Context: an optimization exercise on an open-source flow, tuned for small area, a short achievable clock period and few clock cycles per item. The choices shown serve that exercise and are no tape-out recipe. Function was checked by simulation only, so behaviour that the tests miss may differ from the original. No activity file was given, so power comes from the tool's default toggle rates.

`flow/run.sh`:
```
#!/bin/bash
# synth_recipe.tcl (not shown) runs the flow's synth.tcl, then flattens the netlist and writes it again
# the make line also repeats each setting of config.mk as NAME=value (left out here)
make -C /OpenROAD-flow-scripts/flow DESIGN_CONFIG=/design/flow/config.mk WORK_HOME=/design/flow/orfs CLKGATE_MAP_FILE= SYNTH_SCRIPT=/design/flow/synth_recipe.tcl finish
```
`flow/constraint.sdc`:
```
create_clock -name core_clock -period 10.0 [get_ports {clk}]
set_input_delay 2.0000 -clock core_clock [delete_from_list [all_inputs] [get_ports {clk}]]
set_output_delay 2.0000 -clock core_clock [all_outputs]
set_load 0.01 [all_outputs]
```
`flow/config.mk`:
```
export PLATFORM = sky130hd
export DESIGN_NAME = bch_dec
export DESIGN_NICKNAME = bch_dec
export VERILOG_FILES = /design/flow/design.v
export SDC_FILE = /design/flow/constraint.sdc
export NUM_CORES = 4
export LEC_CHECK = 0
export CAP_MARGIN = 20
export CORE_MARGIN = 2
export CORE_UTILIZATION = 60
export SLEW_MARGIN = 20
```
`flow/design.v`:
```
module bch_dec (
    input  wire        clk,
    input  wire        rst,
    input  wire        in_valid,
    output wire        in_ready,
    input  wire [63:0] in_data,
    output reg         out_valid,
    output wire        out_fail,       
    output wire [1:0]  out_nerr,       
    output wire [10:0] out_pos0,       
    output wire [10:0] out_pos1,
    output wire [10:0] out_pos2
);
    function [10:0] gf_mul(input [10:0] a, input [10:0] b);
        integer i;
        begin
            gf_mul = 11'd0;
            for (i = 10; i >= 0; i = i - 1) begin
                gf_mul = {gf_mul[9:0], 1'b0} ^ (gf_mul[10] ? 11'h005 : 11'h000);
                if (b[i]) gf_mul = gf_mul ^ a;
            end
        end
    endfunction
    function tr(input [10:0] x);    
        tr = x[0] ^ x[9];
    endfunction
    function [10:0] f_sq1(input [10:0] x);
        begin
            f_sq1[0] = x[0] ^ x[10];
            f_sq1[1] = x[6];
            f_sq1[2] = x[1] ^ x[10];
            f_sq1[3] = x[6] ^ x[7];
            f_sq1[4] = x[2];
            f_sq1[5] = x[7] ^ x[8];
            f_sq1[6] = x[3];
            f_sq1[7] = x[8] ^ x[9];
            f_sq1[8] = x[4];
            f_sq1[9] = x[9] ^ x[10];
            f_sq1[10] = x[5];
        end
    endfunction
    function [10:0] f_sq2(input [10:0] x);
        begin
            f_sq2[0] = x[0] ^ x[5] ^ x[10];
            f_sq2[1] = x[3];
            f_sq2[2] = x[5] ^ x[6];
            f_sq2[3] = x[3] ^ x[8] ^ x[9];
            f_sq2[4] = x[1] ^ x[10];
            f_sq2[5] = x[4] ^ x[8] ^ x[9];
            f_sq2[6] = x[6] ^ x[7];
            f_sq2[7] = x[4] ^ x[9] ^ x[10];
            f_sq2[8] = x[2];
            f_sq2[9] = x[5] ^ x[9] ^ x[10];
            f_sq2[10] = x[7] ^ x[8];
        end
    endfunction
    function [10:0] f_sq3(input [10:0] x);
        begin
            f_sq3[0] = x[0] ^ x[5] ^ x[7] ^ x[8] ^ x[10];
            f_sq3[1] = x[6] ^ x[7];
            f_sq3[2] = x[3] ^ x[7] ^ x[8];
            f_sq3[3] = x[4] ^ x[6] ^ x[7] ^ x[9] ^ x[10];
            f_sq3[4] = x[5] ^ x[6];
            f_sq3[5] = x[2] ^ x[4] ^ x[9] ^ x[10];
            f_sq3[6] = x[3] ^ x[8] ^ x[9];
            f_sq3[7] = x[2] ^ x[5] ^ x[9] ^ x[10];
            f_sq3[8] = x[1] ^ x[10];
            f_sq3[9] = x[5] ^ x[7] ^ x[8] ^ x[9] ^ x[10];
            f_sq3[10] = x[4] ^ x[8] ^ x[9];
        end
    endfunction
    function [10:0] f_sq5(input [10:0] x);
        begin
            f_sq5[0] = x[0] ^ x[2] ^ x[5] ^ x[7];
            f_sq5[1] = x[4] ^ x[6] ^ x[7] ^ x[9] ^ x[10];
            f_sq5[2] = x[2] ^ x[3] ^ x[4] ^ x[8] ^ x[10];
            f_sq5[3] = x[1] ^ x[4] ^ x[5] ^ x[6] ^ x[8] ^ x[10];
            f_sq5[4] = x[4] ^ x[6] ^ x[7] ^ x[8] ^ x[9];
            f_sq5[5] = x[1] ^ x[6] ^ x[7] ^ x[8] ^ x[9];
            f_sq5[6] = x[2] ^ x[3] ^ x[5] ^ x[8] ^ x[10];
            f_sq5[7] = x[4] ^ x[6] ^ x[7] ^ x[10];
            f_sq5[8] = x[3] ^ x[7] ^ x[8];
            f_sq5[9] = x[2] ^ x[5] ^ x[7] ^ x[9];
            f_sq5[10] = x[1] ^ x[2] ^ x[5] ^ x[9];
        end
    endfunction
    function [10:0] f_sq6(input [10:0] x);
        begin
            f_sq6[0] = x[0] ^ x[1] ^ x[7] ^ x[9];
            f_sq6[1] = x[2] ^ x[3] ^ x[5] ^ x[8] ^ x[10];
            f_sq6[2] = x[1] ^ x[2] ^ x[4] ^ x[5] ^ x[6] ^ x[7] ^ x[10];
            f_sq6[3] = x[2] ^ x[3] ^ x[4] ^ x[5] ^ x[6] ^ x[7] ^ x[8];
            f_sq6[4] = x[2] ^ x[3] ^ x[4] ^ x[8] ^ x[10];
            f_sq6[5] = x[3] ^ x[4] ^ x[6] ^ x[8] ^ x[10];
            f_sq6[6] = x[1] ^ x[4] ^ x[5] ^ x[6] ^ x[8] ^ x[10];
            f_sq6[7] = x[2] ^ x[3] ^ x[5] ^ x[8] ^ x[9];
            f_sq6[8] = x[4] ^ x[6] ^ x[7] ^ x[8] ^ x[9];
            f_sq6[9] = x[1] ^ x[7];
            f_sq6[10] = x[1] ^ x[6] ^ x[7] ^ x[8] ^ x[9];
        end
    endfunction
    function [10:0] f_sq9(input [10:0] x);
        begin
            f_sq9[0] = x[0] ^ x[2] ^ x[5] ^ x[6] ^ x[7] ^ x[10];
            f_sq9[1] = x[1] ^ x[2] ^ x[3] ^ x[4] ^ x[6] ^ x[9] ^ x[10];
            f_sq9[2] = x[8];
            f_sq9[3] = x[1];
            f_sq9[4] = x[1] ^ x[3] ^ x[5];
            f_sq9[5] = x[1] ^ x[3] ^ x[5] ^ x[7] ^ x[9];
            f_sq9[6] = x[1] ^ x[2] ^ x[3] ^ x[5] ^ x[7] ^ x[9];
            f_sq9[7] = x[1] ^ x[2] ^ x[3] ^ x[5] ^ x[6] ^ x[7] ^ x[9];
            f_sq9[8] = x[1] ^ x[2] ^ x[3] ^ x[5] ^ x[6] ^ x[7] ^ x[9] ^ x[10];
            f_sq9[9] = x[2] ^ x[5] ^ x[6] ^ x[7] ^ x[9] ^ x[10];
            f_sq9[10] = x[1] ^ x[2] ^ x[3] ^ x[6] ^ x[9] ^ x[10];
        end
    endfunction
    function [10:0] f_sqrt(input [10:0] x);
        begin
            f_sqrt[0] = x[0] ^ x[1] ^ x[3] ^ x[5] ^ x[7] ^ x[9];
            f_sqrt[1] = x[1] ^ x[2] ^ x[3] ^ x[5] ^ x[7] ^ x[9];
            f_sqrt[2] = x[4];
            f_sqrt[3] = x[6];
            f_sqrt[4] = x[8];
            f_sqrt[5] = x[10];
            f_sqrt[6] = x[1];
            f_sqrt[7] = x[1] ^ x[3];
            f_sqrt[8] = x[1] ^ x[3] ^ x[5];
            f_sqrt[9] = x[1] ^ x[3] ^ x[5] ^ x[7];
            f_sqrt[10] = x[1] ^ x[3] ^ x[5] ^ x[7] ^ x[9];
        end
    endfunction
    function [10:0] f_ht(input [10:0] x);
        begin
            f_ht[0] = x[5] ^ x[7] ^ x[9] ^ x[10];
            f_ht[1] = x[2] ^ x[3] ^ x[4] ^ x[5] ^ x[6] ^ x[8] ^ x[10];
            f_ht[2] = x[3] ^ x[4] ^ x[5] ^ x[6] ^ x[8] ^ x[9] ^ x[10];
            f_ht[3] = x[1] ^ x[2] ^ x[3] ^ x[4] ^ x[5] ^ x[8] ^ x[10];
            f_ht[4] = x[3] ^ x[5] ^ x[6] ^ x[8] ^ x[9] ^ x[10];
            f_ht[5] = x[9] ^ x[10];
            f_ht[6] = x[1] ^ x[2] ^ x[3] ^ x[4] ^ x[5] ^ x[6] ^ x[8] ^ x[10];
            f_ht[7] = x[3] ^ x[6];
            f_ht[8] = x[3] ^ x[5] ^ x[6] ^ x[9] ^ x[10];
            f_ht[9] = x[5] ^ x[7] ^ x[9] ^ x[10];
            f_ht[10] = x[9];
        end
    endfunction
    function [10:0] f_htsq(input [10:0] x);
        begin
            f_htsq[0] = x[5] ^ x[7] ^ x[10];
            f_htsq[1] = x[1] ^ x[2] ^ x[3] ^ x[4] ^ x[5] ^ x[6] ^ x[8] ^ x[10];
            f_htsq[2] = x[2] ^ x[3] ^ x[4] ^ x[5] ^ x[6] ^ x[8] ^ x[9] ^ x[10];
            f_htsq[3] = x[1] ^ x[2] ^ x[4] ^ x[5] ^ x[8] ^ x[10];
            f_htsq[4] = x[3] ^ x[4] ^ x[5] ^ x[6] ^ x[8] ^ x[9] ^ x[10];
            f_htsq[5] = x[5] ^ x[9] ^ x[10];
            f_htsq[6] = x[1] ^ x[2] ^ x[3] ^ x[4] ^ x[5] ^ x[8] ^ x[10];
            f_htsq[7] = x[3] ^ x[6] ^ x[7];
            f_htsq[8] = x[3] ^ x[5] ^ x[6] ^ x[8] ^ x[9] ^ x[10];
            f_htsq[9] = x[5] ^ x[7] ^ x[10];
            f_htsq[10] = x[9] ^ x[10];
        end
    endfunction
    function [4:0] f_t23(input [10:0] x);
        reg [22:0] m;
        begin
            m[0] = (x == 11'd1);
            m[1] = (x == 11'd167);
            m[2] = (x == 11'd174);
            m[3] = (x == 11'd281);
            m[4] = (x == 11'd319);
            m[5] = (x == 11'd322);
            m[6] = (x == 11'd378);
            m[7] = (x == 11'd418);
            m[8] = (x == 11'd481);
            m[9] = (x == 11'd552);
            m[10] = (x == 11'd637);
            m[11] = (x == 11'd1085);
            m[12] = (x == 11'd1148);
            m[13] = (x == 11'd1155);
            m[14] = (x == 11'd1164);
            m[15] = (x == 11'd1518);
            m[16] = (x == 11'd1525);
            m[17] = (x == 11'd1728);
            m[18] = (x == 11'd1747);
            m[19] = (x == 11'd1876);
            m[20] = (x == 11'd1887);
            m[21] = (x == 11'd1942);
            m[22] = (x == 11'd2011);
            f_t23[0] = m[2] | m[4] | m[6] | m[7] | m[8] | m[10] | m[11] | m[14] | m[15] | m[16] | m[22];
            f_t23[1] = m[5] | m[10] | m[12] | m[13] | m[14] | m[15] | m[16] | m[18] | m[19] | m[21] | m[22];
            f_t23[2] = m[2] | m[3] | m[4] | m[5] | m[7] | m[9] | m[10] | m[18] | m[20] | m[21] | m[22];
            f_t23[3] = m[3] | m[4] | m[5] | m[10] | m[11] | m[12] | m[15] | m[17];
            f_t23[4] = m[1] | m[6] | m[7] | m[14] | m[18] | m[19] | m[20];
        end
    endfunction
    function [11:0] f_t89(input [10:1] x);
        reg [88:0] m;
        begin
            m[0] = (x == 10'd0);
            m[1] = (x == 10'd16);
            m[2] = (x == 10'd17);
            m[3] = (x == 10'd56);
            m[4] = (x == 10'd59);
            m[5] = (x == 10'd78);
            m[6] = (x == 10'd81);
            m[7] = (x == 10'd89);
            m[8] = (x == 10'd96);
            m[9] = (x == 10'd103);
            m[10] = (x == 10'd110);
            m[11] = (x == 10'd116);
            m[12] = (x == 10'd125);
            m[13] = (x == 10'd144);
            m[14] = (x == 10'd166);
            m[15] = (x == 10'd185);
            m[16] = (x == 10'd188);
            m[17] = (x == 10'd195);
            m[18] = (x == 10'd199);
            m[19] = (x == 10'd207);
            m[20] = (x == 10'd212);
            m[21] = (x == 10'd233);
            m[22] = (x == 10'd238);
            m[23] = (x == 10'd243);
            m[24] = (x == 10'd252);
            m[25] = (x == 10'd258);
            m[26] = (x == 10'd266);
            m[27] = (x == 10'd304);
            m[28] = (x == 10'd307);
            m[29] = (x == 10'd321);
            m[30] = (x == 10'd328);
            m[31] = (x == 10'd342);
            m[32] = (x == 10'd368);
            m[33] = (x == 10'd388);
            m[34] = (x == 10'd411);
            m[35] = (x == 10'd412);
            m[36] = (x == 10'd441);
            m[37] = (x == 10'd456);
            m[38] = (x == 10'd468);
            m[39] = (x == 10'd504);
            m[40] = (x == 10'd506);
            m[41] = (x == 10'd512);
            m[42] = (x == 10'd514);
            m[43] = (x == 10'd534);
            m[44] = (x == 10'd535);
            m[45] = (x == 10'd561);
            m[46] = (x == 10'd568);
            m[47] = (x == 10'd587);
            m[48] = (x == 10'd592);
            m[49] = (x == 10'd596);
            m[50] = (x == 10'd612);
            m[51] = (x == 10'd618);
            m[52] = (x == 10'd623);
            m[53] = (x == 10'd645);
            m[54] = (x == 10'd654);
            m[55] = (x == 10'd655);
            m[56] = (x == 10'd662);
            m[57] = (x == 10'd666);
            m[58] = (x == 10'd691);
            m[59] = (x == 10'd727);
            m[60] = (x == 10'd731);
            m[61] = (x == 10'd737);
            m[62] = (x == 10'd755);
            m[63] = (x == 10'd756);
            m[64] = (x == 10'd757);
            m[65] = (x == 10'd773);
            m[66] = (x == 10'd790);
            m[67] = (x == 10'd804);
            m[68] = (x == 10'd808);
            m[69] = (x == 10'd810);
            m[70] = (x == 10'd822);
            m[71] = (x == 10'd837);
            m[72] = (x == 10'd841);
            m[73] = (x == 10'd847);
            m[74] = (x == 10'd849);
            m[75] = (x == 10'd861);
            m[76] = (x == 10'd865);
            m[77] = (x == 10'd867);
            m[78] = (x == 10'd876);
            m[79] = (x == 10'd890);
            m[80] = (x == 10'd892);
            m[81] = (x == 10'd897);
            m[82] = (x == 10'd903);
            m[83] = (x == 10'd905);
            m[84] = (x == 10'd919);
            m[85] = (x == 10'd922);
            m[86] = (x == 10'd944);
            m[87] = (x == 10'd972);
            m[88] = (x == 10'd986);
            f_t89[0] = m[1] | m[3] | m[5] | m[7] | m[8] | m[9] | m[10] | m[11] | m[13] | m[14] | m[18] | m[21] | m[22] | m[25] | m[26] | m[28] | m[29] | m[30] | m[31] | m[32] | m[33] | m[34] | m[38] | m[41] | m[43] | m[46] | m[49] | m[52] | m[56] | m[57] | m[62] | m[64] | m[68] | m[69] | m[71] | m[73] | m[74] | m[77] | m[80] | m[81] | m[82] | m[84] | m[86] | m[87];
            f_t89[1] = m[2] | m[4] | m[5] | m[8] | m[9] | m[12] | m[13] | m[15] | m[16] | m[17] | m[19] | m[22] | m[24] | m[26] | m[27] | m[28] | m[29] | m[32] | m[33] | m[34] | m[36] | m[37] | m[43] | m[44] | m[45] | m[48] | m[52] | m[53] | m[57] | m[64] | m[67] | m[68] | m[70] | m[71] | m[72] | m[76] | m[77] | m[79] | m[81] | m[84] | m[85] | m[86] | m[87] | m[88];
            f_t89[2] = m[1] | m[2] | m[4] | m[6] | m[7] | m[8] | m[11] | m[13] | m[14] | m[16] | m[18] | m[20] | m[21] | m[26] | m[27] | m[28] | m[29] | m[31] | m[34] | m[36] | m[37] | m[42] | m[43] | m[44] | m[46] | m[48] | m[54] | m[55] | m[58] | m[59] | m[60] | m[61] | m[65] | m[66] | m[69] | m[73] | m[74] | m[76] | m[77] | m[81] | m[85] | m[86] | m[87] | m[88];
            f_t89[3] = m[2] | m[3] | m[5] | m[6] | m[8] | m[9] | m[11] | m[12] | m[17] | m[18] | m[19] | m[21] | m[22] | m[24] | m[25] | m[26] | m[29] | m[30] | m[32] | m[37] | m[38] | m[39] | m[40] | m[42] | m[43] | m[44] | m[45] | m[46] | m[48] | m[50] | m[51] | m[52] | m[54] | m[55] | m[62] | m[66] | m[74] | m[75] | m[78] | m[85] | m[87];
            f_t89[4] = m[1] | m[2] | m[4] | m[5] | m[7] | m[16] | m[17] | m[21] | m[22] | m[23] | m[26] | m[28] | m[30] | m[34] | m[36] | m[37] | m[38] | m[39] | m[40] | m[41] | m[42] | m[43] | m[45] | m[51] | m[53] | m[56] | m[58] | m[61] | m[63] | m[64] | m[65] | m[66] | m[67] | m[71] | m[72] | m[73] | m[74] | m[80] | m[81] | m[83] | m[84];
            f_t89[5] = m[3] | m[7] | m[16] | m[17] | m[18] | m[20] | m[22] | m[24] | m[28] | m[30] | m[33] | m[37] | m[42] | m[43] | m[47] | m[49] | m[51] | m[52] | m[55] | m[65] | m[67] | m[69] | m[71] | m[74] | m[75] | m[76] | m[79] | m[80] | m[83] | m[85] | m[86] | m[87];
            f_t89[6] = m[1] | m[6] | m[19] | m[25] | m[27] | m[29] | m[31] | m[32] | m[35] | m[36] | m[39] | m[41] | m[44] | m[46] | m[50] | m[53] | m[60] | m[61] | m[63] | m[68] | m[70] | m[77] | m[81] | m[82] | m[84];
            f_t89[7] = m[2] | m[3] | m[6] | m[7] | m[10] | m[11] | m[13] | m[15] | m[16] | m[17] | m[20] | m[21] | m[22] | m[24] | m[26] | m[27] | m[32] | m[33] | m[35] | m[38] | m[39] | m[40] | m[41] | m[42] | m[46] | m[48] | m[52] | m[53] | m[54] | m[58] | m[64] | m[65] | m[69] | m[70] | m[72] | m[77] | m[78] | m[81] | m[82] | m[83] | m[84] | m[87] | m[88];
            f_t89[8] = m[1] | m[5] | m[8] | m[10] | m[11] | m[14] | m[15] | m[17] | m[19] | m[20] | m[22] | m[23] | m[25] | m[27] | m[33] | m[36] | m[37] | m[38] | m[40] | m[41] | m[42] | m[43] | m[45] | m[48] | m[50] | m[53] | m[54] | m[56] | m[57] | m[59] | m[61] | m[66] | m[67] | m[69] | m[71] | m[74] | m[75] | m[76] | m[77] | m[80] | m[83] | m[84] | m[86] | m[87];
            f_t89[9] = m[2] | m[5] | m[6] | m[7] | m[9] | m[10] | m[12] | m[13] | m[14] | m[15] | m[16] | m[19] | m[21] | m[25] | m[26] | m[27] | m[28] | m[29] | m[30] | m[32] | m[38] | m[40] | m[44] | m[45] | m[46] | m[47] | m[49] | m[50] | m[51] | m[57] | m[59] | m[62] | m[63] | m[65] | m[66] | m[67] | m[71] | m[77] | m[78] | m[79] | m[80] | m[83] | m[87] | m[88];
            f_t89[10] = m[1] | m[2] | m[4] | m[5] | m[6] | m[7] | m[10] | m[11] | m[12] | m[13] | m[18] | m[20] | m[22] | m[23] | m[24] | m[25] | m[27] | m[29] | m[37] | m[39] | m[40] | m[49] | m[51] | m[53] | m[59] | m[60] | m[64] | m[67] | m[82] | m[86] | m[87];
            f_t89[11] = m[3] | m[8] | m[17] | m[21] | m[28] | m[32] | m[33] | m[35] | m[41] | m[44] | m[45] | m[47] | m[50] | m[54] | m[55] | m[57] | m[61] | m[62] | m[65] | m[68] | m[72] | m[73] | m[74] | m[76] | m[80] | m[81] | m[88];
        end
    endfunction
    reg  [4:0]  widx;                  
    reg         in_rdy;
    reg  [63:0] in_r;                  
    reg         take_r, last_r;
    reg  [10:0] acc1, acc3, acc5;
    reg         b_busy;
    reg  [4:0]  b_cnt;                 
    wire [16:0] b_st = 17'd1 << b_cnt;
    assign in_ready = in_rdy;
    wire take = in_valid && in_rdy;
    wire [96:0] syn_in = {acc5, acc3, acc1, in_r};
    wire [32:0] syn_out;
    wire syn_x97 = syn_in[55] ^ syn_in[56];
    wire syn_x98 = syn_in[52] ^ syn_in[60];
    wire syn_x99 = syn_in[47] ^ syn_in[51];
    wire syn_x100 = syn_in[28] ^ syn_in[39];
    wire syn_x101 = syn_in[27] ^ syn_in[38];
    wire syn_x102 = syn_in[13] ^ syn_in[61];
    wire syn_x103 = syn_in[43] ^ syn_in[45];
    wire syn_x104 = syn_in[57] ^ syn_in[58];
    wire syn_x105 = syn_in[26] ^ syn_in[44];
    wire syn_x106 = syn_in[23] ^ syn_in[59];
    wire syn_x107 = syn_in[29] ^ syn_in[40];
    wire syn_x108 = syn_in[15] ^ syn_in[33];
    wire syn_x109 = syn_in[46] ^ syn_in[50];
    wire syn_x110 = syn_in[37] ^ syn_in[53];
    wire syn_x111 = syn_in[31] ^ syn_in[54];
    wire syn_x112 = syn_in[16] ^ syn_in[34];
    wire syn_x113 = syn_in[30] ^ syn_in[41];
    wire syn_x114 = syn_in[36] ^ syn_in[42];
    wire syn_x115 = syn_in[25] ^ syn_in[48];
    wire syn_x116 = syn_in[17] ^ syn_in[35];
    wire syn_x117 = syn_in[95] ^ syn_in[96];
    wire syn_x118 = syn_in[22] ^ syn_x97;
    wire syn_x119 = syn_in[14] ^ syn_in[62];
    wire syn_x120 = syn_in[20] ^ syn_in[24];
    wire syn_x121 = syn_in[63] ^ syn_x101;
    wire syn_x122 = syn_x98 ^ syn_x100;
    wire syn_x123 = syn_in[93] ^ syn_in[94];
    wire syn_x124 = syn_x99 ^ syn_x106;
    wire syn_x125 = syn_in[65] ^ syn_in[74];
    wire syn_x126 = syn_in[91] ^ syn_x117;
    wire syn_x127 = syn_in[32] ^ syn_x115;
    wire syn_x128 = syn_x102 ^ syn_x104;
    wire syn_x129 = syn_in[49] ^ syn_x103;
    wire syn_x130 = syn_in[19] ^ syn_in[63];
    wire syn_x131 = syn_in[59] ^ syn_x108;
    wire syn_x132 = syn_in[12] ^ syn_in[56];
    wire syn_x133 = syn_in[87] ^ syn_in[92];
    wire syn_x134 = syn_in[21] ^ syn_in[34];
    wire syn_x135 = syn_in[69] ^ syn_in[73];
    wire syn_x136 = syn_in[11] ^ syn_in[33];
    wire syn_x137 = syn_in[76] ^ syn_x109;
    wire syn_x138 = syn_in[68] ^ syn_in[72];
    wire syn_x139 = syn_in[66] ^ syn_in[70];
    wire syn_x140 = syn_in[18] ^ syn_in[62];
    wire syn_x141 = syn_in[27] ^ syn_x112;
    wire syn_x142 = syn_in[52] ^ syn_x105;
    wire syn_x143 = syn_in[10] ^ syn_x111;
    wire syn_x144 = syn_in[12] ^ syn_in[90];
    wire syn_x145 = syn_in[25] ^ syn_x99;
    wire syn_x146 = syn_in[89] ^ syn_x123;
    wire syn_x147 = syn_in[79] ^ syn_in[82];
    wire syn_x148 = syn_x107 ^ syn_x126;
    wire syn_x149 = syn_in[6] ^ syn_x119;
    wire syn_x150 = syn_in[80] ^ syn_in[83];
    wire syn_x151 = syn_in[61] ^ syn_x110;
    wire syn_x152 = syn_in[67] ^ syn_in[71];
    wire syn_x153 = syn_in[48] ^ syn_x113;
    wire syn_x154 = syn_in[4] ^ syn_in[60];
    wire syn_x155 = syn_in[51] ^ syn_x131;
    wire syn_x156 = syn_in[35] ^ syn_x147;
    wire syn_x157 = syn_in[21] ^ syn_in[31];
    wire syn_x158 = syn_in[38] ^ syn_x136;
    wire syn_x159 = syn_in[45] ^ syn_in[81];
    wire syn_x160 = syn_in[86] ^ syn_x133;
    wire syn_x161 = syn_in[5] ^ syn_x106;
    wire syn_x162 = syn_in[75] ^ syn_in[84];
    wire syn_x163 = syn_in[88] ^ syn_x105;
    wire syn_x164 = syn_in[3] ^ syn_x104;
    wire syn_x165 = syn_in[10] ^ syn_in[32];
    wire syn_x166 = syn_in[8] ^ syn_x97;
    wire syn_x167 = syn_in[7] ^ syn_x140;
    wire syn_x168 = syn_x132 ^ syn_x134;
    wire syn_x169 = syn_x125 ^ syn_x135;
    wire syn_x170 = syn_in[77] ^ syn_x150;
    wire syn_x171 = syn_in[8] ^ syn_x118;
    wire syn_x172 = syn_in[11] ^ syn_x121;
    wire syn_x173 = syn_in[49] ^ syn_x152;
    wire syn_x174 = syn_in[23] ^ syn_in[36];
    wire syn_x175 = syn_in[31] ^ syn_in[35];
    wire syn_x176 = syn_in[18] ^ syn_x122;
    wire syn_x177 = syn_in[15] ^ syn_x103;
    wire syn_x178 = syn_in[57] ^ syn_x120;
    wire syn_x179 = syn_in[44] ^ syn_in[47];
    wire syn_x180 = syn_in[7] ^ syn_in[26];
    wire syn_x181 = syn_in[24] ^ syn_x145;
    wire syn_x182 = syn_in[85] ^ syn_x129;
    wire syn_x183 = syn_in[36] ^ syn_x98;
    wire syn_x184 = syn_in[39] ^ syn_x139;
    wire syn_x185 = syn_in[50] ^ syn_x138;
    wire syn_x186 = syn_x109 ^ syn_x128;
    wire syn_x187 = syn_x116 ^ syn_x172;
    wire syn_x188 = syn_in[78] ^ syn_x137;
    wire syn_x189 = syn_x143 ^ syn_x180;
    wire syn_x190 = syn_in[37] ^ syn_x127;
    wire syn_x191 = syn_x114 ^ syn_x124;
    wire syn_x192 = syn_in[20] ^ syn_x113;
    wire syn_x193 = syn_in[9] ^ syn_in[40];
    wire syn_x194 = syn_in[58] ^ syn_x118;
    wire syn_x195 = syn_in[41] ^ syn_in[54];
    wire syn_x196 = syn_x111 ^ syn_x114;
    wire syn_x197 = syn_in[42] ^ syn_x157;
    wire syn_x198 = syn_in[47] ^ syn_x164;
    wire syn_x199 = syn_x108 ^ syn_x181;
    wire syn_x200 = syn_in[79] ^ syn_x132;
    wire syn_x201 = syn_x158 ^ syn_x194;
    wire syn_x202 = syn_in[73] ^ syn_x130;
    wire syn_x203 = syn_in[19] ^ syn_in[60];
    wire syn_x204 = syn_in[82] ^ syn_x107;
    wire syn_x205 = syn_in[7] ^ syn_x133;
    wire syn_x206 = syn_in[53] ^ syn_x141;
    wire syn_x207 = syn_in[25] ^ syn_x107;
    wire syn_x208 = syn_in[2] ^ syn_x178;
    wire syn_x209 = syn_x110 ^ syn_x182;
    wire syn_x210 = syn_in[55] ^ syn_x187;
    wire syn_x211 = syn_x101 ^ syn_x165;
    wire syn_x212 = syn_in[43] ^ syn_x207;
    wire syn_x213 = syn_x120 ^ syn_x177;
    wire syn_x214 = syn_in[59] ^ syn_x186;
    wire syn_x215 = syn_in[28] ^ syn_x102;
    wire syn_x216 = syn_in[51] ^ syn_x161;
    wire syn_x217 = syn_in[52] ^ syn_in[84];
    wire syn_x218 = syn_in[49] ^ syn_x131;
    wire syn_x219 = syn_in[50] ^ syn_in[91];
    wire syn_x220 = syn_x117 ^ syn_x163;
    wire syn_x221 = syn_x153 ^ syn_x197;
    wire syn_x222 = syn_x173 ^ syn_x175;
    wire syn_x223 = syn_x146 ^ syn_x220;
    wire syn_x224 = syn_in[32] ^ syn_in[94];
    wire syn_x225 = syn_in[55] ^ syn_x195;
    wire syn_x226 = syn_in[9] ^ syn_in[30];
    wire syn_x227 = syn_x193 ^ syn_x196;
    wire syn_x228 = syn_in[44] ^ syn_x156;
    wire syn_x229 = syn_in[86] ^ syn_x148;
    wire syn_x230 = syn_in[22] ^ syn_x162;
    wire syn_x231 = syn_x206 ^ syn_x214;
    wire syn_x232 = syn_in[70] ^ syn_x112;
    wire syn_x233 = syn_in[11] ^ syn_in[29];
    wire syn_x234 = syn_in[71] ^ syn_x116;
    wire syn_x235 = syn_in[0] ^ syn_x201;
    wire syn_x236 = syn_x136 ^ syn_x166;
    wire syn_x237 = syn_x123 ^ syn_x160;
    wire syn_x238 = syn_x151 ^ syn_x234;
    wire syn_x239 = syn_in[42] ^ syn_in[64];
    wire syn_x240 = syn_x102 ^ syn_x190;
    wire syn_x241 = syn_in[13] ^ syn_x104;
    wire syn_x242 = syn_x168 ^ syn_x184;
    wire syn_x243 = syn_in[49] ^ syn_x159;
    wire syn_x244 = syn_x149 ^ syn_x226;
    wire syn_x245 = syn_in[43] ^ syn_in[46];
    wire syn_x246 = syn_in[77] ^ syn_x105;
    wire syn_x247 = syn_x115 ^ syn_x204;
    wire syn_x248 = syn_in[45] ^ syn_x122;
    wire syn_x249 = syn_in[16] ^ syn_x215;
    wire syn_x250 = syn_in[88] ^ syn_x141;
    wire syn_x251 = syn_in[53] ^ syn_x121;
    wire syn_x252 = syn_in[30] ^ syn_x223;
    wire syn_x253 = syn_in[1] ^ syn_x103;
    wire syn_x254 = syn_x176 ^ syn_x200;
    wire syn_x255 = syn_x125 ^ syn_x242;
    wire syn_x256 = syn_in[14] ^ syn_x171;
    wire syn_x257 = syn_in[14] ^ syn_x185;
    wire syn_x258 = syn_in[17] ^ syn_x233;
    wire syn_x259 = syn_x119 ^ syn_x191;
    wire syn_x260 = syn_x112 ^ syn_x144;
    wire syn_x261 = syn_in[19] ^ syn_x110;
    wire syn_x262 = syn_x183 ^ syn_x232;
    wire syn_x263 = syn_x192 ^ syn_x218;
    wire syn_x264 = syn_x155 ^ syn_x241;
    assign syn_out[0] = syn_in[20] ^ syn_in[66] ^ syn_x107 ^ syn_x169 ^ syn_x179 ^ syn_x235 ^ syn_x239;
    assign syn_out[1] = syn_in[57] ^ syn_in[67] ^ syn_x106 ^ syn_x153 ^ syn_x253 ^ syn_x255;
    assign syn_out[2] = syn_in[13] ^ syn_in[29] ^ syn_in[46] ^ syn_in[47] ^ syn_in[60] ^ syn_in[64] ^ syn_in[68] ^ syn_x97 ^ syn_x158 ^ syn_x169 ^ syn_x208 ^ syn_x222;
    assign syn_out[3] = syn_in[30] ^ syn_in[36] ^ syn_in[61] ^ syn_in[69] ^ syn_x127 ^ syn_x198 ^ syn_x255 ^ syn_x257;
    assign syn_out[4] = syn_in[4] ^ syn_in[22] ^ syn_in[26] ^ syn_in[37] ^ syn_in[40] ^ syn_in[48] ^ syn_in[62] ^ syn_x135 ^ syn_x139 ^ syn_x222 ^ syn_x264;
    assign syn_out[5] = syn_in[32] ^ syn_in[41] ^ syn_in[58] ^ syn_in[74] ^ syn_x121 ^ syn_x161 ^ syn_x173 ^ syn_x257 ^ syn_x262;
    assign syn_out[6] = syn_in[6] ^ syn_in[24] ^ syn_in[60] ^ syn_x100 ^ syn_x135 ^ syn_x155 ^ syn_x185 ^ syn_x238 ^ syn_x239;
    assign syn_out[7] = syn_in[38] ^ syn_in[51] ^ syn_in[54] ^ syn_in[61] ^ syn_in[72] ^ syn_x167 ^ syn_x169 ^ syn_x212 ^ syn_x262;
    assign syn_out[8] = syn_in[8] ^ syn_in[55] ^ syn_in[62] ^ syn_in[74] ^ syn_x113 ^ syn_x142 ^ syn_x184 ^ syn_x202 ^ syn_x238;
    assign syn_out[9] = syn_in[20] ^ syn_in[45] ^ syn_in[56] ^ syn_in[64] ^ syn_in[72] ^ syn_in[74] ^ syn_x140 ^ syn_x152 ^ syn_x227 ^ syn_x251;
    assign syn_out[10] = syn_in[21] ^ syn_in[37] ^ syn_in[57] ^ syn_in[64] ^ syn_in[65] ^ syn_x100 ^ syn_x138 ^ syn_x165 ^ syn_x202 ^ syn_x225 ^ syn_x245;
    assign syn_out[11] = syn_in[48] ^ syn_in[54] ^ syn_in[83] ^ syn_in[85] ^ syn_x100 ^ syn_x109 ^ syn_x142 ^ syn_x156 ^ syn_x159 ^ syn_x235 ^ syn_x259;
    assign syn_out[12] = syn_in[4] ^ syn_in[15] ^ syn_in[52] ^ syn_x100 ^ syn_x130 ^ syn_x150 ^ syn_x189 ^ syn_x230 ^ syn_x231 ^ syn_x247;
    assign syn_out[13] = syn_in[39] ^ syn_in[53] ^ syn_in[76] ^ syn_x127 ^ syn_x129 ^ syn_x130 ^ syn_x191 ^ syn_x192 ^ syn_x217 ^ syn_x228 ^ syn_x236;
    assign syn_out[14] = syn_in[1] ^ syn_in[12] ^ syn_in[19] ^ syn_in[37] ^ syn_in[50] ^ syn_in[75] ^ syn_x154 ^ syn_x170 ^ syn_x174 ^ syn_x181 ^ syn_x182 ^ syn_x189 ^ syn_x194 ^ syn_x249;
    assign syn_out[15] = syn_in[5] ^ syn_in[16] ^ syn_in[81] ^ syn_x124 ^ syn_x188 ^ syn_x203 ^ syn_x210 ^ syn_x212 ^ syn_x230;
    assign syn_out[16] = syn_in[33] ^ syn_in[48] ^ syn_in[75] ^ syn_x98 ^ syn_x137 ^ syn_x147 ^ syn_x168 ^ syn_x178 ^ syn_x209 ^ syn_x227 ^ syn_x246;
    assign syn_out[17] = syn_x101 ^ syn_x119 ^ syn_x142 ^ syn_x166 ^ syn_x170 ^ syn_x188 ^ syn_x208 ^ syn_x216 ^ syn_x240 ^ syn_x258;
    assign syn_out[18] = syn_in[6] ^ syn_in[17] ^ syn_in[61] ^ syn_in[78] ^ syn_in[81] ^ syn_x99 ^ syn_x120 ^ syn_x153 ^ syn_x162 ^ syn_x174 ^ syn_x246 ^ syn_x254;
    assign syn_out[19] = syn_in[22] ^ syn_in[80] ^ syn_x128 ^ syn_x134 ^ syn_x145 ^ syn_x188 ^ syn_x209 ^ syn_x211 ^ syn_x225 ^ syn_x228;
    assign syn_out[20] = syn_in[21] ^ syn_in[26] ^ syn_x164 ^ syn_x170 ^ syn_x199 ^ syn_x243 ^ syn_x244 ^ syn_x251 ^ syn_x254;
    assign syn_out[21] = syn_in[24] ^ syn_in[27] ^ syn_in[57] ^ syn_in[78] ^ syn_in[80] ^ syn_x102 ^ syn_x167 ^ syn_x197 ^ syn_x217 ^ syn_x243 ^ syn_x247 ^ syn_x261;
    assign syn_out[22] = syn_in[0] ^ syn_in[90] ^ syn_x148 ^ syn_x154 ^ syn_x221 ^ syn_x224 ^ syn_x231 ^ syn_x236;
    assign syn_out[23] = syn_in[56] ^ syn_in[92] ^ syn_x98 ^ syn_x116 ^ syn_x124 ^ syn_x128 ^ syn_x213 ^ syn_x229 ^ syn_x244 ^ syn_x261;
    assign syn_out[24] = syn_in[21] ^ syn_in[28] ^ syn_in[95] ^ syn_x118 ^ syn_x129 ^ syn_x144 ^ syn_x154 ^ syn_x167 ^ syn_x187 ^ syn_x195 ^ syn_x219 ^ syn_x237 ^ syn_x264;
    assign syn_out[25] = syn_in[5] ^ syn_x99 ^ syn_x148 ^ syn_x149 ^ syn_x163 ^ syn_x183 ^ syn_x211 ^ syn_x237 ^ syn_x245 ^ syn_x249 ^ syn_x263;
    assign syn_out[26] = syn_in[3] ^ syn_in[39] ^ syn_in[43] ^ syn_x116 ^ syn_x134 ^ syn_x196 ^ syn_x199 ^ syn_x205 ^ syn_x252 ^ syn_x256;
    assign syn_out[27] = syn_in[22] ^ syn_in[24] ^ syn_in[46] ^ syn_x101 ^ syn_x143 ^ syn_x151 ^ syn_x203 ^ syn_x252 ^ syn_x253 ^ syn_x259 ^ syn_x260;
    assign syn_out[28] = syn_in[89] ^ syn_x97 ^ syn_x144 ^ syn_x189 ^ syn_x198 ^ syn_x224 ^ syn_x229 ^ syn_x248 ^ syn_x263;
    assign syn_out[29] = syn_in[29] ^ syn_in[44] ^ syn_x114 ^ syn_x126 ^ syn_x130 ^ syn_x160 ^ syn_x176 ^ syn_x186 ^ syn_x216 ^ syn_x256 ^ syn_x260;
    assign syn_out[30] = syn_in[63] ^ syn_in[93] ^ syn_in[96] ^ syn_x108 ^ syn_x149 ^ syn_x151 ^ syn_x179 ^ syn_x205 ^ syn_x219 ^ syn_x221 ^ syn_x248 ^ syn_x250 ^ syn_x258;
    assign syn_out[31] = syn_in[4] ^ syn_in[18] ^ syn_in[57] ^ syn_in[92] ^ syn_x142 ^ syn_x146 ^ syn_x171 ^ syn_x174 ^ syn_x175 ^ syn_x177 ^ syn_x190 ^ syn_x193 ^ syn_x250;
    assign syn_out[32] = syn_in[2] ^ syn_in[23] ^ syn_in[46] ^ syn_in[62] ^ syn_in[90] ^ syn_in[95] ^ syn_x111 ^ syn_x122 ^ syn_x146 ^ syn_x179 ^ syn_x210 ^ syn_x213 ^ syn_x240;
    wire       b_load = take_r && last_r;
    wire       b_pass;                 
    wire [4:0] widx_n = take ? ((widx == 5'd19) ? 5'd0 : widx + 5'd1) : widx;
    wire       b_busy_n = b_load || (b_busy && !b_pass);
    always @(posedge clk) begin
        in_r   <= in_data & {{16{1'b1}}, {48{widx != 5'd19}}};
        last_r <= (widx == 5'd19);
        if (rst) begin
            take_r <= 1'b0;
            widx   <= 5'd0;
            in_rdy <= 1'b1;
            acc1   <= 11'd0;
            acc3   <= 11'd0;
            acc5   <= 11'd0;
        end else begin
            widx   <= widx_n;
            take_r <= take;
            in_rdy <= (widx_n != 5'd19) || !b_busy_n;
            if (take_r) begin
                acc1 <= last_r ? 11'd0 : syn_out[10:0];
                acc3 <= last_r ? 11'd0 : syn_out[21:11];
                acc5 <= last_r ? 11'd0 : syn_out[32:22];
            end
        end
    end
    reg [10:0] b_s1, b_s3, b_s5, b_r1, b_d, b_x, b_a, b_p;
    reg        b_allz, b_case2, b_dz, b_trk;
    wire       c_busy;
    wire [4:0] d_cnt;
    assign     b_pass = b_busy && b_st[16] && !c_busy && (d_cnt >= 5'd6);
    wire [4:0]  b_cn = b_load ? 5'd0 : b_st[16] ? b_cnt : b_cnt + 5'd1;
    wire [16:0] b_nx = 17'd1 << b_cn;
    wire b_c2 = b_case2, b_c3 = !b_case2;
    reg [6:0] b_sa;                    
    reg [8:0] b_sb;                    
    always @(posedge clk) begin
        b_sa <= {b_nx[10] | b_nx[15],                                      
                 b_nx[8],                                                  
                 b_nx[6],                                                  
                 b_nx[2] | b_nx[4] | (b_nx[11] & b_c2),                    
                 b_nx[13] & b_c3,                                          
                 b_nx[1] | b_nx[7] | (b_nx[11] & b_c3) | b_nx[12] | b_nx[14],  
                 b_nx[0] | b_nx[3] | (b_nx[13] & b_c2)};                   
        b_sb <= {b_nx[14],                                                 
                 b_nx[13] & b_c3,                                          
                 b_nx[12],                                                 
                 b_nx[2] | b_nx[10],                                       
                 b_nx[8] | b_nx[11],                                       
                 b_nx[7],                                                  
                 b_nx[6] | (b_nx[13] & b_c2),                              
                 b_nx[3] | b_nx[4] | b_nx[15],                             
                 b_nx[0] | b_nx[1]};                                       
    end
    wire [10:0] b_ma =
        ({11{b_sa[0]}} & b_s1) |
        ({11{b_sa[1]}} & b_p) |
        ({11{b_sa[2]}} & b_s3) |
        ({11{b_sa[3]}} & b_d) |
        ({11{b_sa[4]}} & f_sq1(b_x)) |
        ({11{b_sa[5]}} & b_x) |
        ({11{b_sa[6]}} & b_a);
    wire [10:0] b_mb =
        ({11{b_sb[0]}} & f_sq1(b_s1)) |
        ({11{b_sb[1]}} & b_s5) |
        ({11{b_sb[2]}} & b_x) |
        ({11{b_sb[3]}} & f_sq2(b_p)) |
        ({11{b_sb[4]}} & f_sq1(b_p)) |
        ({11{b_sb[5]}} & b_s3) |
        ({11{b_sb[6]}} & f_sq2(b_d)) |
        ({11{b_sb[7]}} & f_sq1(b_a)) |
        ({11{b_sb[8]}} & f_sq2(b_s5));
    wire [10:0] b_m = gf_mul(b_ma, b_mb);
    always @(posedge clk) begin
        if (rst) begin
            b_busy <= 1'b0;
        end else if (b_load) begin
            b_busy <= 1'b1;
        end else if (b_pass) begin
            b_busy <= 1'b0;
        end
        if (rst) begin
            b_cnt <= 5'd16;
        end else begin
            b_cnt <= b_cn;
        end
        if (b_load) begin
            b_s1 <= syn_out[10:0];
            b_s3 <= syn_out[21:11];
            b_s5 <= syn_out[32:22];
        end
        if (!b_st[16]) b_p <= b_m;
        if (b_st[0])  b_allz <= (b_s1 == 11'd0) && (b_s3 == 11'd0) && (b_s5 == 11'd0);
        if (b_st[1])  begin b_r1 <= b_p; b_d <= b_p ^ b_s3; end
        if (b_st[2])  b_s5 <= b_p ^ b_s5;
        if (b_st[3])  begin b_s3 <= b_p; b_dz <= (b_d == 11'd0); end
        if (b_st[4])  b_case2 <= (b_p == b_s3);
        if (b_st[5])  b_x <= b_case2 ? b_r1 : b_p;
        if (b_st[9])  begin b_s3 <= f_sq5(b_p); b_a <= b_p; end
        if (b_st[11]) b_a <= b_p;
        if (b_st[12]) begin b_s3 <= b_p; b_trk <= tr(b_p); if (b_c2) b_x <= f_ht(b_p); end
        if (b_st[13] & b_c3) b_r1 <= b_p;
        if (b_st[14]) b_r1 <= b_dz ? b_s1 : b_c2 ? b_p : b_r1;
        if (b_st[15]) b_x <= b_p;
    end
    reg        c_bsy;
    reg [3:0]  c_cnt;                  
    wire [12:0] c_st = 13'd1 << c_cnt;
    reg [10:0] c_s1, c_c, c_ic, c_sp, c_za, c_zb;
    reg [1:0]  c_n;
    reg        c_fail, c_ok;
    wire       d_busy;
    assign     c_busy = c_bsy;
    wire       c_pass = c_bsy && c_st[12] && !d_busy;
    wire       c_k3 = (c_n == 2'd3);
    wire       b_k3 = !b_allz && !b_dz && !b_case2;
    wire [3:0]  c_cn = b_pass ? 4'd0 : c_st[12] ? c_cnt : c_cnt + 4'd1;
    wire [12:0] c_nx = 13'd1 << c_cn;
    reg c_up, c_dn;                    
    reg [2:0] c_sa;
    reg [3:0] c_sb;
    always @(posedge clk) begin
        c_up <= c_nx[0] | c_nx[1] | c_nx[4];
        c_dn <= c_nx[2] | c_nx[3] | c_nx[5] | c_nx[6];
        c_sa <= {c_nx[10] | c_nx[11], c_nx[7],
                 c_nx[0] | c_nx[1] | c_nx[2] | c_nx[3] | c_nx[4] | c_nx[5] | c_nx[6] | c_nx[9]};
        c_sb <= {c_nx[10], c_nx[9], c_nx[7],
                 c_nx[0] | c_nx[1] | c_nx[2] | c_nx[3] | c_nx[4] | c_nx[5] | c_nx[6] | c_nx[11]};
    end
    wire [10:0] c_ma =
        ({11{c_sa[0]}} & c_za) |
        ({11{c_sa[1]}} & c_ic) |
        ({11{c_sa[2]}} & c_sp);
    wire [10:0] c_mb =
        ({11{c_sb[0]}} & c_zb) |
        ({11{c_sb[1]}} & (f_sq1(c_za) ^ 11'd1)) |
        ({11{c_sb[2]}} & c_c) |
        ({11{c_sb[3]}} & c_za);
    wire [10:0] c_m = gf_mul(c_ma, c_mb);
    always @(posedge clk) begin
        if (rst) begin
            c_bsy <= 1'b0;
        end else if (b_pass) begin
            c_bsy <= 1'b1;
        end else if (c_pass) begin
            c_bsy <= 1'b0;
        end
        if (rst) begin
            c_cnt <= 4'd12;
        end else begin
            c_cnt <= c_cn;
        end
        if (b_pass) begin
            c_s1   <= b_s1;
            c_n    <= b_allz ? 2'd0 : b_dz ? 2'd1 : b_case2 ? 2'd2 : 2'd3;
            c_fail <= !b_allz && (b_dz ? !(b_s5 == 11'd0 && b_s1 != 11'd0) :
                                  b_case2 ? b_trk : (b_s5 == 11'd0 || !tr(b_x)));
            c_c  <= b_r1;
            c_ic <= b_k3 ? b_x : b_r1 ^ b_s1;
            c_za <= b_r1;
            c_zb <= f_sq1(b_r1);
            c_sp <= b_p;
        end
        if (c_up) begin c_za <= c_m ^ c_c; c_zb <= f_sq1(c_zb); end
        if (c_dn) begin c_za <= f_sq1(c_za); c_zb <= c_m ^ c_c; end
        if (c_st[7]) begin c_zb <= c_m; c_ok <= (c_zb == f_sq2(c_za)); end
        if (c_st[8] & c_k3)  c_c  <= f_htsq(c_zb);
        if (c_st[9])  c_zb <= c_m;
        if (c_st[10] & c_k3) c_c  <= c_m ^ c_s1;
        if (c_st[11] & c_k3) begin c_ic <= c_m ^ c_s1; c_s1 <= c_m ^ c_c; end
    end
    reg        d_bsy;
    reg [4:0]  d_cn_r;                 
    assign     d_cnt = d_cn_r;
    wire [16:0] d_st = 17'd1 << d_cnt;
    reg [10:0] d_x64, d_e5, d_e69;
    wire [10:0] d_e534 = d_e5;         
    reg [1:0]  d_n;
    reg        d_fail;
    reg [4:0]  d_a, d_b15, d_k;
    reg [6:0]  d_b;
    reg [11:0] d_kk;
    reg [10:0] d_q0, d_q1, d_q2;
    assign     d_busy = d_bsy;
    wire [4:0]  d_cn = c_pass ? 5'd0 : (d_cnt == 5'd17) ? d_cnt : d_cnt + 5'd1;
    wire [16:0] d_nx = 17'd1 << d_cn;
    reg d_g0, d_g1, d_g2, d_p1, d_p2;  
    wire d_p0 = d_g0 | d_g1 | d_g2;
    always @(posedge clk) begin
        d_g0 <= d_nx[0];
        d_g1 <= d_nx[3];
        d_g2 <= d_nx[6];
        d_p1 <= d_nx[1] | d_nx[4] | d_nx[7];
        d_p2 <= d_nx[2] | d_nx[5] | d_nx[8];
    end
    wire [10:0] d_x  = ({11{d_g0}} & c_c) | ({11{d_g1}} & c_ic) | ({11{d_g2}} & c_s1);
    wire [10:0] d_ma = ({11{d_p0}} & d_x) | ({11{d_p1 | d_p2}} & d_e5);
    wire [10:0] d_mb = ({11{d_p0}} & f_sq2(d_x)) | ({11{d_p1}} & d_x64) |
                       ({11{d_p2}} & f_sq9(d_e69));
    wire [10:0] d_m = gf_mul(d_ma, d_mb);
    wire d_tab = d_st[3] | d_st[6] | d_st[9];
    wire d_key_st = d_st[6] | d_st[9] | d_st[12];
    wire [5:0]  d_kd  = {1'b0, d_a} - {1'b0, d_b15};
    wire [4:0]  d_kn  = d_kd[5] ? d_kd[4:0] + 5'd23 : d_kd[4:0];
    wire [11:0] d_pos = d_kk - {5'd0, d_b};
    wire        d_ok  = !d_pos[11] && (d_pos[10:0] <= 11'd1231);
    wire        d_use = d_st[6] ? (d_n != 2'd0) : d_st[9] ? d_n[1] : (d_n == 2'd3);
    wire [10:0] d_key = (d_use && d_ok) ? d_pos[10:0] : 11'h7ff;
    wire        d_sw01 = d_q1 < d_q0;
    wire        d_sw12 = d_q2 < d_q1;
    always @(posedge clk) begin
        if (rst) begin
            d_bsy     <= 1'b0;
            out_valid <= 1'b0;
        end else begin
            if (c_pass) d_bsy <= 1'b1;
            else if (d_st[16]) d_bsy <= 1'b0;
            out_valid <= d_bsy && d_st[16];
        end
        if (rst) begin
            d_cn_r <= 5'd17;
        end else begin
            d_cn_r <= d_cn;
        end
        if (c_pass) begin
            d_n    <= c_n;
            d_fail <= c_fail || (c_k3 && !c_ok);
        end else if (d_key_st && d_use && !d_ok) begin
            d_fail <= 1'b1;
        end
        if (d_p0) begin d_e5 <= d_m; d_x64 <= f_sq6(d_x); end
        if (d_p1) d_e69 <= d_m;
        if (d_p2) d_e5 <= d_m;
        if (d_tab) {d_b15, d_b} <= f_t89(d_e69[10:1]);
        d_a  <= f_t23(d_e534);
        d_k  <= d_kn;
        d_kk <= 12'd1279 - {7'd0, d_k} * 12'd89;
        if (d_key_st) begin d_q2 <= d_key; d_q1 <= d_q2; d_q0 <= d_q1; end
        if ((d_st[13] | d_st[15]) && d_sw01) begin d_q0 <= d_q1; d_q1 <= d_q0; end
        if (d_st[14] && d_sw12) begin d_q1 <= d_q2; d_q2 <= d_q1; end
        if (d_st[16]) begin
            if (d_fail || d_n == 2'd0) d_q0 <= 11'd0;
            if (d_fail || !d_n[1])     d_q1 <= 11'd0;
            if (d_fail || d_n != 2'd3) d_q2 <= 11'd0;
            if (d_fail)                d_n  <= 2'd0;
        end
    end
    assign out_fail = d_fail;
    assign out_nerr = d_n;
    assign out_pos0 = d_q0;
    assign out_pos1 = d_q1;
    assign out_pos2 = d_q2;
endmodule
```
==> results of run 1 <==
[layer usage]
| metal | wire length (um) | GRT usage (%) |
|---|---|---|
| met3 | 12700 | 7.40 |
| met1 | 42100 | 49.2 |
| met5 | 13 | 0 |
| met2 | 52400 | 63.5 |
| met4 | 6370 | 19.3 |
[power groups by stage]
stage	combinational [mW]	clock [mW]	sequential, mW
after floorplan	2.56	0	2.16
after global placement	3.18	0	2.24
after detailed placement	3.26	0	2.25
after CTS	3.29	1.79	2.21
after global routing	3.58	1.85	2.23
final	3.35	1.79	2.22
[worst paths after layout]
check	start	endpoint	slack [ns]	cells past startpoint
max	d_g0$_SDFF_PP0_	d_e69[6]$_DFFE_PP_	5.93	9
min reg2reg	c_bsy$_SDFFE_PP0P_	c_bsy$_SDFFE_PP0P_	0.48	2
min	c_bsy$_SDFFE_PP0P_	c_bsy$_SDFFE_PP0P_	0.48	2
max reg2reg	d_g0$_SDFF_PP0_	d_e69[6]$_DFFE_PP_	5.93	9
[cell type report]
type / instances / area [um^2]
timing repair buffer: 164 / 1490
fill: 4471 / 18800
sequential: 416 / 10300
multi-input combinational: 3103 / 21400
clock inverter: 21 / 253
tap: 704 / 881
inverter: 105 / 394
clock buffer: 63 / 1330
antenna: 1 / 2.50
[cells in the final DEF (no fill, tap or decap), types with 48 or more instances in the layout]
cell / synthesis / final
buf_4: 2 / 50
dfxtp_1: 219 / 219
a22oi_1: 96 / 96
o21ai_0: 112 / 111
ha_1: 81 / 81
nand2_1: 319 / 318
a21oi_1: 169 / 168
xor2_1: 295 / 295
nor2b_1: 78 / 78
edfxtp_1: 197 / 197
nor2_1: 470 / 470
xnor2_1: 773 / 773
nor3_1: 56 / 56
inv_1: 103 / 103
clkbuf_16: 0 / 48
clkdlybuf4s50_1: 0 / 103
nand3_1: 91 / 91
[kinds of logic after synthesis]
| group | after synthesis | synth area share [%] |
|---|---|---|
| and+or+nand+nor | 1240 | 17.3 |
| buffers and inverters | 371 | 4.28 |
| muxes | 54 | 1.72 |
| DFF | 416 | 31.1 |
| xor gates and xnor gates | 1085 | 29.3 |
| adders and majority gates | 90 | 3.60 |
| AOI/OAI and AO/OA | 634 | 12.8 |
[worst max-delay path, cell delays in order, from the launching register on]
cell and delay (ns):
dfxtp_1 0.53, a222oi_1 1.03, xor2_1 0.40, xnor2_1 0.18
a221o_1 0.55, nand2_1 0.15, xnor2_1 0.28, xnor2_2 0.18
xnor2_1 0.14, xnor2_1 0.37
==> results.py, run 1 <==
metrics = {
    "sta": {
        "fmax_ghz": 0.246,
        "fin_crit_sh_pct": 40.7,
        "slew_headroom_pct": 23.2,
        "worst_slew_pin_slew_ns": 1.14,
        "finalSetupViolCount": 0,
        "holdWs_ns": 0.480,
        "final-max-slew-violation-count": 0,
        "setup_tns_ns": 0,
        "rsz0062_at_grt": "false",
        "skew_ns": 0.0273,
        "hold_viol_final": 0,
        "setup_ws_ns": 5.93,
        "min_period_ns": 4.07,
    },
    "critical_path": {
        "crit_path_start_kind": "register",
        "arrival_ns": 4.41,
        "critPathKind": "reg2reg",
        "cp.required_ns": 10.34,
        "cp-end-kind": "register",
        "worst-path-max-fanout": 12,
    },
    "floorplanning": {
        "die_w_um": 239,
        "die_area_um2": 57100,
        "core_um2": 54900,
        "initial_core_util_pct": 60.4,
        "num_rows": 86,
        "io_pins": 105,
        "die_h_um": 239,
    },
    "cts": {
        "cts.repair.resized": 0,
        "postCtsSetupBuffers": 0,
        "numCtsBuffers": 46,
        "cts_htree_levels": 2,
        "cts.sinks": 416,
        "clockBufferDepth": 3,
        "clk_latency_ns": 0.60,
        "hold_buffers": 0,
        "cts_tree": "yes",
        "cts-root-buf": "clkbuf_16",
        "clk_pin_slew_ns": 0.06,
    },
    "layout": {
        "syn_to_final_growth_pct": 8.92,
        "final_cells": 4577,
        "largest_reg_flops": 64,
        "reg_top3": "in_r: 64 flops, d_kk: 12 flops",
        "regMostFlops": "in_r",
        "design_area_um2": 36100,
        "nNetsFinal": 3993,
        "drive_above_1_share_pct": 4.70,
        "utilization_pct": 65.8,
    },
    "routing": {
        "drtPass1Iterations": 10,
        "wl_per_cell_um": 24.8,
        "drtIter0Drc": 5112,
        "ant_nets": 0,
        "drt-total-wl_um": 113000,
        "route.detailed.drc": 0,
        "vias_per_cell": 6.54,
        "vias": 29900,
    },
    "power_and_ir_drop": {
        "internal-power_mw": 4.59,
        "pwr-share-comb_pct": 45.5,
        "vdd_drop_max_mv": 0.282,
        "sw_frac_of_total_pct": 37.6,
        "power.leakage_nw": 12.6,
        "p_seq_share_pct": 30.2,
        "power_density_nw_per_um2": 204,
        "p_total_mw": 7.36,
        "clkPwrFrac_pct": 24.3,
        "p_sw_mw": 2.77,
    },
    "synth": {
        "synthDistinctLibCells": 75,
        "postSynthAreaPerCell_um2": 8.52,
        "synthArstFlopShare_pct": 0,
        "synth_area_um2": 33100,
        "yosysMostFrequentCell": "xnor2_1",
        "ys_top_cells_by_count": "xnor2_1, nor2_1, nand2_1, xor2_1, clkbuf_1",
        "synth_top_area_cell": "xnor2_1",
        "yosysSeqAreaShare_pct": 31.1,
        "synth_area_leaders": "xnor2_1, edfxtp_1, dfxtp_1",
        "synth_edf_count": 197,
        "yosys.area.top_type_share_pct": 20.4,
        "syn-num-nets": 4047,
        "syn_inst": 3890,
        "yosysWarningCount": 1,
        "ys_ff_latch": 416,
        "synth_flop_cell": "dfxtp_1",
    },
    "outcome": {
        "outcome": "no timing/DRC/antenna violations",
    },
    "global_routing": {
        "grt_pass1_wl_um": 171000,
        "grt_max_degree": 58,
        "grt_usage_pct": 38.9,
        "grt_antenna_before_repair": 1,
        "grt_pass1_vias": 28700,
        "grt.overflow.total": 0,
    },
    "placement": {
        "pre_cts_slack_ns": 6.02,
        "port_buffers": 104,
        "placed_cell_area_um2": 34400,
        "detailedPlacementHpwl_um": 83600,
        "globalplace.congestion": 1.08,
        "placedCellCount": 4486,
    },
    "job": {
        "maxCapViolCount": 0,
    },
    "hold_path": {
        "hold_path.class": "reg2reg",
    },
}
Testbench counts, summed over its fixed seeds: cycles 9,992, rows 480.
==> run 2, diff against run 1 <==
--- a/flow/config.mk
+++ b/flow/config.mk
@@ -9,3 +9,4 @@
 export CORE_MARGIN = 2
 export CORE_UTILIZATION = 60
+export CTS_BUF_LIST = sky130_fd_sc_hd__clkbuf_8
 export SLEW_MARGIN = 20
==> run 2 against run 1 <==
Still clean on timing, DRC and antenna; combinational power is essentially flat; utilization shrank 0.34 points; non-clock buffer count is the same; register-to-register slack gained 0.07 ns.
==> results.py, run 2 <==
metrics = {
    "sta": {
        "worst_slew_pin_slew_ns": 1.17,
        "hold_viol_final": 0,
        "rsz0062_at_grt": "false",
        "holdWs_ns": 0.478,
        "final-max-slew-violation-count": 0,
        "slew_headroom_pct": 21.4,
        "skew_ns": 0.0363,
        "min_period_ns": 4.00,
        "finalSetupViolCount": 0,
        "fin_crit_sh_pct": 40.0,
        "fmax_ghz": 0.250,
        "setup_tns_ns": 0,
    },
    "floorplanning": {
        "die_w_um": 239,
        "die_area_um2": 57100,
        "core_um2": 54900,
        "io_pins": 105,
        "num_rows": 86,
        "initial_core_util_pct": 60.4,
        "die_h_um": 239,
    },
    "power_and_ir_drop": {
        "power.leakage_nw": 12.6,
        "power_density_nw_per_um2": 198,
        "vdd_drop_max_mv": 0.307,
    },
    "routing": {
        "drt-total-wl_um": 113000,
        "drtPass1Iterations": 12,
        "vias_per_cell": 6.51,
        "wl_per_cell_um": 24.5,
        "ant_nets": 0,
        "route.detailed.drc": 0,
        "vias": 30100,
        "drtIter0Drc": 4752,
    },
    "synth": {
        "synth_top_area_cell": "xnor2_1",
        "yosysSeqAreaShare_pct": 31.1,
        "synth_flop_cell": "dfxtp_1",
        "synthArstFlopShare_pct": 0,
        "yosys.area.top_type_share_pct": 20.4,
        "synth_area_leaders": "xnor2_1, edfxtp_1, dfxtp_1",
        "ys_top_cells_by_count": "xnor2_1, nor2_1, nand2_1, xor2_1, clkbuf_1",
        "postSynthAreaPerCell_um2": 8.52,
        "yosysMostFrequentCell": "xnor2_1",
        "syn_inst": 3890,
        "synthDistinctLibCells": 75,
        "synth_area_um2": 33100,
        "syn-num-nets": 4047,
        "synth_edf_count": 197,
        "ys_ff_latch": 416,
        "yosysWarningCount": 1,
    },
    "global_routing": {
        "grt_usage_pct": 38.8,
        "grt_antenna_before_repair": 4,
        "met2_usage_pct": 62.9,
        "grt.overflow.total": 0,
        "grt_pass1_wl_um": 171000,
        "use_met3_pct": 8.55,
        "grt.met1_usage_pct": 48.7,
        "grt.busiest_layer": "met2",
        "grt_pass1_vias": 28900,
        "grt_max_degree": 58,
    },
    "hold_path": {
        "hold_path.class": "reg2reg",
        "whs_path_depth": 2,
    },
    "layout": {
        "syn_to_final_growth_pct": 8.35,
        "nNetsFinal": 4018,
        "multiInputGateArea_um2": 21400,
        "ff_latch_area_um2": 10300,
        "drive_above_1_share_pct": 5.18,
        "reg_top3": "in_r: 64 flops, d_kk: 12 flops",
        "regMostFlops": "in_r",
        "final_common_cell": "xnor2_1",
        "fillers": 4516,
        "largest_reg_flops": 64,
        "layout_common_cells": "xnor2_1, nor2_1, nand2_1",
    },
    "cts": {
        "cts_tree": "yes",
        "cts.repair.resized": 0,
        "cts.sinks": 416,
        "cts_htree_levels": 3,
        "numCtsBuffers": 71,
        "clk_latency_ns": 0.68,
        "clockBufferDepth": 3,
        "cts-root-buf": "clkbuf_8",
        "clk_pin_slew_ns": 0.06,
        "hold_buffers": 0,
        "postCtsSetupBuffers": 0,
    },
    "critical_path": {
        "crit_path_start_kind": "register",
        "critPathKind": "reg2reg",
        "arrival_ns": 4.41,
        "worst-path-max-fanout": 12,
        "cp.required_ns": 10.41,
        "r2r_cells": 9,
        "cp-end-kind": "register",
    },
    "job": {
        "maxCapViolCount": 0,
    },
    "placement": {
        "port_buffers": 104,
        "globalplace.congestion": 1.08,
        "detailedPlacementHpwl_um": 83600,
    },
    "outcome": {
        "outcome": "no timing/DRC/antenna violations",
    },
}
==> run 2: cell counts after synthesis <==
Identical to the previous run, type by type.
==> run 2: kinds of logic after synthesis <==
| family | count (synthesis) | synth area share, % |
|---|---|---|
| AO/OA/AOI/OAI | 634 | 12.8 |
| XOR/XNOR | 1085 | 29.3 |
| adder cells (fa/ha/maj) | 90 | 3.60 |
| buffers and inverters | 371 | 4.28 |
| flip-flops | 416 | 31.1 |
| multiplexers | 54 | 1.72 |
| AND/OR/NAND/NOR | 1240 | 17.3 |
==> run 2: final timing paths <==
| check | from | endpoint | slack (ns) |
|---|---|---|---|
| worst max-delay path | d_g0$_SDFF_PP0_ | d_e69[6]$_DFFE_PP_ | 6.00 |
| worst min-delay path | c_bsy$_SDFFE_PP0P_ | c_bsy$_SDFFE_PP0P_ | 0.48 |
| worst max register to register | d_g0$_SDFF_PP0_ | d_e69[6]$_DFFE_PP_ | 6.00 |
| worst min register to register | c_bsy$_SDFFE_PP0P_ | c_bsy$_SDFFE_PP0P_ | 0.48 |
==> run 2: through the flow <==
step	instances	total power [mW]	area [um^2]	setup WS, ns	util [%]
after detailed placement	4486	5.51	34400	6.02	62.8
final	4621	7.12	35900	6.00	65.4
after global routing	4621	7.45	35900	5.93	65.4
after floorplan	3890	4.73	33100	6.81	-
after global placement	4482	5.42	34400	5.99	62.7
after CTS	4614	7.07	35800	6.03	65.3
==> run 2: routing by layer <==
layer	vias to the layer above	share of wire, %
li1	13200	-
met1	14100	37
met2	2233	45
met3	545	11
met4	6	6.2
met5	-	0.032
==> run 2: area by class of cell <==
| class | count | share of cell area [%] |
|---|---|---|
| repair buffers | 164 | 4.14 |
| clock buffers | 78 | 2.99 |
| flip-flops and latches | 416 | 28.7 |
| inverters | 105 | 1.10 |
| diodes | 1 | 0.00697 |
| clock inverters | 50 | 0.906 |
| multi-input cells | 3103 | 59.7 |
| well taps | 704 | 2.45 |
==> run 2: power breakdown <==
part / internal [mW] / total [mW] / switching, mW
sequential: 2.04 / 2.22 / 0.181
combinational: 1.49 / 3.33 / 1.84
clock: 0.825 / 1.57 / 0.743
total: 4.35 / 7.12 / 2.77
==> run 2: worst max-delay path: stages (launching register included) <==
cell and delay, ns:
dfxtp_1 0.52, a222oi_1 0.99, xor2_1 0.40, xnor2_1 0.18
a221o_1 0.54, nand2_1 0.15, xnor2_1 0.28, xnor2_2 0.18
xnor2_1 0.15, xnor2_1 0.37

-- re-timing with driven ports --
In the flow no input, the clock included, has a driving cell. The finished layouts below were timed again as built, in two steps. Step 1 assumes that a clkbuf_16 drives the clock port and a buf_2 every other input. Step 2 adds t to the input delays and takes it off the output delays; t is the mean of the earliest and latest rising clock arrival at the registers after step 1. Input paths then give back, and output paths get back, about the clock's delay inside the block. Three values: ideal, step 1, step 2; two values: the first two.
run	t, ns	setup slack, ns	slew at the worst register clock pin (ns)	worst data-port slew with drivers (ns)	cell pins on the clock port's net
run 1	0.645	5.933 / 5.933 / 5.933	0.07 / 0.07	0.05	1
run 2	0.724	5.999 / 5.999 / 5.999	0.07 / 0.07	0.05	1
After both steps setup and hold are still met in every run listed.
